This is an optimization exercise on Yosys and OpenROAD, whose aim is small area, a short achievable clock period and few clock cycles per item, not a production implementation. In this exercise RTL edits were held to simulation tests only and were not proved equivalent to the original. Power is estimated from default activity; no workload was simulated.

==> flow/design.v, too long to show whole: its modules and the start of the top module <==
// module bfp_fft16: 108 lines
// module fft_buf1: 177 lines
// module fft_buf2: 177 lines
// module fft_buf3: 177 lines
// module fft_buf4: 177 lines
// module fft_buf5: 177 lines
// module fft_stage1: 172 lines
// module fft_stage2: 176 lines
// module fft_stage3: 247 lines
// module fft_stage4: 296 lines
module bfp_fft16 (
    input  wire        clk,
    input  wire        rst,         
    input  wire        in_valid,
    output wire        in_ready,
    input  wire [35:0] in_re,
    input  wire [35:0] in_im,
    input  wire        in_inv,      
    output wire        out_valid,
    input  wire        out_ready,
    output wire [35:0] out_re,
    output wire [35:0] out_im,
    output wire [4:0]  out_exp      
);
  // ...
==> flow/flow/run.sh <==
#!/bin/bash
# The standard layout, with the port buffers (which the standard flow also inserts) made of
# sky130_fd_sc_hd__buf_6 cells instead of the delay buffers that buffer_ports picks by default.
set -euo pipefail
export BUFFER_PORTS_ARGS="-buffer_cell sky130_fd_sc_hd__buf_6"
bash standard.sh > standard_make.log 2>&1
==> flow/standard.sh <==
#!/bin/bash
# synth_recipe.tcl (not shown) runs the flow's synth.tcl, then flattens the netlist and writes it again
# the make line also repeats each setting of config.mk as NAME=value (left out here)
make -C /OpenROAD-flow-scripts/flow DESIGN_CONFIG=/design/flow/config.mk WORK_HOME=/design/flow/orfs CLKGATE_MAP_FILE= SYNTH_SCRIPT=/design/flow/synth_recipe.tcl "${@:-finish}"
==> flow/config.mk <==
export PLATFORM = sky130hd
export DESIGN_NAME = bfp_fft16
export DESIGN_NICKNAME = bfp_fft16
export VERILOG_FILES = /design/flow/design.v
export SDC_FILE = /design/flow/constraint.sdc
export NUM_CORES = 4
export LEC_CHECK = 0
export CAP_MARGIN = 40
export CORE_MARGIN = 2
export CORE_UTILIZATION = 40
export PLACE_DENSITY = 0.5
export SLEW_MARGIN = 60
==> flow/constraint.sdc <==
create_clock -name core_clock -period 22.0 [get_ports {clk}]
set_input_delay 4.4000 -clock core_clock [delete_from_list [all_inputs] [get_ports {clk}]]
set_output_delay 4.4000 -clock core_clock [all_outputs]
set_load 0.01 [all_outputs]
==> flow_summary.ini, run 1 <==
[global_route]
grt_max_degree = 108
grt_usage_pct = 24.3
grt_pass1_vias = 218731
use_met1_pct = 34.6

[cells_and_area]
buffers_excl_clock = 1447
seq_cells = 8577
fin_area_mm2 = 0.436
sh_seq_area_pct = 58.9

[yosys]
synth_top_area_cell = edfxtp_1
yosys.area_share.simple_pct = 4.40
ys_seq_area_share_pct = 67.9
yosys.cell_types.count = 111
synth-seq-cells = 8577

[status]
status = complete, no violations

[pwr]
p_clk_uw = 14900
combPwrFrac_pct = 13.0

[routing]
wl_met1_mm = 518
wl_met3_mm = 73.9

[placed_design]
dp_hpwl_mm = 774
placed_cells = 36915

[floorplanning]
design.die.area_mm2 = 0.952

[run]
cap_violations = 0

[setup_path]
reg2reg_to = u_s1.xo[32]
startpoint_type = flop
cp_data_arrival_time_ns = 1.85

[clock_tree]
cts_setup_buffers = 0

[timing]
finalHoldViolations = 0
holdWs_ns = 0.360
Testbench counts, summed over its fixed seeds: cycles 16,152, frames 960.
==> run 2, diff against run 1 <==
--- a/flow/config.mk
+++ b/flow/config.mk
@@ -8,5 +8,5 @@
 export CAP_MARGIN = 40
 export CORE_MARGIN = 2
-export CORE_UTILIZATION = 40
-export PLACE_DENSITY = 0.5
+export CORE_UTILIZATION = 30
+export PLACE_DENSITY = 0.4
 export SLEW_MARGIN = 60
==> run 2 against run 1 <==
Effect of this change: still clean; design area up 1.9%; first-iteration DRC count down 13%; clock power up 7%; sequential power about the same; cell count up 11%; synthesized area unchanged; critical path depth unchanged; hold slack better by 0.0024 ns; routed wire length up 8.6%; core utilization down 11 points; critical path type unchanged; critical endpoint is now out_re[13]; largest power group unchanged.
==> flow_summary.ini, run 2 <==
[routing]
drc = 0
vias = 216964
viasPerCell = 5.04
final_antenna_net_count = 0
totalWireLength_mm = 1290
wl_per_cell_um = 29.8
drt-initial-drc-count = 20183
drt_pre_antenna_iters = 9

[global_route]
grt_pass1_vias = 221515
grt_usage_pct = 19.7
antenna_found_initial = 98
grt_max_degree = 104
grt_remaining_overflow = 0
grt_pass1_wl_mm = 1790

[setup_path]
cp-end-kind = primary output
reg2reg_slack_ns = 16.17
endpoint = out_re[13]
crit_path_start = od[49]
cp_top_family = flip-flops
crit_chain = buf_6
startpoint_type = flop
crit_required_ns = 17.60
critPathBufInv = 1
crit_type = reg -> out
r2r_start = u_s3.ps[0]
ff2ff_path_depth = 20
cp_data_arrival_time_ns = 2.03
cpMaxStageDelayCell = edfxtp_1
critPathMaxFanout = 1
max_stage_delay_ns = 0.58
reg2reg_to = u_s3.xo[70]
cp.depth = 1

[cells_and_area]
final_common_cell = edfxtp_1
fin_nets = 28160
final_cell_mix = edfxtp_1 (8473), inv_1 (1578), ha_1 (1419)
syn2layout_area_growth_pct = 17.6
layout-drive-gt1-share_pct = 13.8

[clock_tree]
postCtsHoldBufs = 0
clk_latency_ns = 1.26
clock-root-buffer = clkbuf_16
cts_sinks = 8577
cts-buffers-inserted = 950
cts_tree = built
cts-htree-levels = 6
cts_setup_buffers = 0
ctsResizeCount = 0
clockBufferDepth = 5
cts.clk_slew.worst_paths_ns = 0.06

[placed_design]
portBuffers = 155
dp_hpwl_mm = 849
place_congestion = 0.836
dp_slack_ns = 15.39

[min_path]
hp-class = reg -> reg

[floorplanning]
design.die.area_mm2 = 1.27
die_w_mm = 1.13
io_pins = 156
die_h_mm = 1.13
core_mm2 = 1.26
initial_core_util_pct = 30.1
rows = 412

[yosys]
synth_nets = 26665
synthCells = 23961
synth.avg_cell_area_um2 = 15.8
async_flop_share_pct = 0
ys_seq_area_share_pct = 67.9
synth_area_mm2 = 0.378
synthFlopType = edfxtp_1
synth-seq-cells = 8577
ys_top_cells_by_count = edfxtp_1 (8473), inv_1 (1608), ha_1 (1422)
netlist.area_leader.share_pct = 67.4
synth_top_area_cell = edfxtp_1
synth_edf_count = 8473
synth_warnings = 10
yosysMostFrequentCell = edfxtp_1
synthTopCellsByArea = edfxtp_1 (67%), fa_1 (6.4%), ha_1 (4.7%)
yosys.cell_types.count = 111

[timing]
layout_worst_path_cycle_share_pct = 29.2
tightest_slew_ns = 0.646
slew-limit-headroom_pct = 56.9
drv_slew = 0
finClkSkew_ns = 0.121
fin_ws_ns = 15.57
max_freq_mhz = 156
rsz0062_at_grt = false
finalCriticalPeriod_ns = 6.43
setup_viol = 0
finalHoldViolations = 0
tns_ns = 0

[run]
cap_violations = 0

[pwr]
ir_drop_mv = 0.0794
power.density_mw_per_mm2 = 94.1
p_leak_uw = 0.156

[status]
status = complete, no violations
run 2: worst min path at each step:
| stage | start | endpoint | slack, ns | depth (start not counted) |
|---|---|---|---|---|
| 6_report | u_s4.ah[16] | u_s4.pa[16] | 0.36 | 0 |
| 5_1_grt | u_s4.ah[16] | u_s4.pa[16] | 0.36 | 0 |
| 4_1_cts | u_s1.r1[28] | u_s1.pa[28] | 0.36 | 0 |
| 2_1_floorplan | f0[72] | u_b1.minv | 0.40 | 0 |
| 3_5_place_dp | u_s1.trh[16] | u_s1.ptr[16] | 0.40 | 0 |
| 3_3_place_gp | u_s3.trh[32] | u_s3.ptr[32] | 0.40 | 0 |
run 2: layout make-up:
class                            count  area [um2]
Inverter                          1622        6150
Clock inverter                     591        5820
Timing Repair Buffer              1495       16000
Fill cell                       119838      813000
Multi-Input combinational cell   12810      114000
Antenna cell                        29        72.6
Sequential cell                   8577      257000
Clock buffer                      1167       25000
Tap cell                         16767       21000
run 2: per-stage QoR:
stage | std cells | hold slack, ns | utilization (%) | total power [uW] | instance area [um2]
after floorplan | 23961 | 0.400 | - | 23200 | 378000
after global placement | 40461 | 0.400 | 32.0 | 25500 | 403000
after detailed placement | 41201 | 0.405 | 32.8 | 26200 | 412000
after CTS | 42959 | 0.355 | 35.3 | 42200 | 443000
after global routing | 43044 | 0.360 | 35.3 | 43300 | 444000
final | 43058 | 0.363 | 35.3 | 41800 | 444000
run 2: kinds of logic (layout without fill, tap and decap cells):
family | after synthesis | after routing | synth area share (%)
flip-flops | 8577 | 8577 | 67.9
adder cells (fa/ha/maj) | 2629 | 2629 | 11.1
AND/OR/NAND/NOR | 3520 | 3520 | 4.40
other | 0 | 29 | 0
multiplexers | 679 | 679 | 1.90
buffers and inverters | 2574 | 4875 | 2.61
AO/OA/AOI/OAI | 5011 | 5011 | 9.82
XOR/XNOR | 971 | 971 | 2.25
run 2: metal layers:
layer / global-route usage [%] / up-vias / wire length (um) / part of all wire (%)
li1: - / 95449 / - / -
met1: 28.2 / 115004 / 593000 / 46
met2: 32.5 / 5311 / 609000 / 47
met3: 2.29 / 1198 / 58300 / 4.5
met4: 3.74 / 2 / 25100 / 2.0
met5: 0 / - / 13 / 0.0010
run 2: report_power, final:
group / switching, uW / internal [uW]
combinational: 3680 / 1750
clock: 6780 / 9110
sequential: 558 / 19900
total: 11000 / 30800

[what the ideal ports hide]
The flow's constraints put no driver on any port. The routed layouts listed below were extracted and timed again, unchanged, in two steps. Step 1: set_driving_cell puts a clkbuf_16 on clk and a buf_2 on each other input, an assumption about the parent block. Step 2 times the ports against the registers' clock, not the clock port: input delays grow and output delays shrink by t, the midpoint of the rising clock arrivals with the driver on. Slacks: ideal / step 1 / step 2; pairs: ideal / step 1.
run | shift t [ns] | setup slack, ns | latest minus earliest clock arrival (ns) | worst slew at a driven data input, ns | cell pins on the clock port's net
run 1 | 1.268 | 15.750 / 15.591 / 15.611 | 0.141 / 0.141 | 0.24 | 1
run 2 | 1.361 | 15.573 / 15.399 / 15.257 | 0.147 / 0.147 | 0.28 | 1
After both steps every run listed still meets setup and hold. For run 2, which loses most, drivers alone change the setup slack by -0.174 ns; drivers and shift together by -0.316 ns.
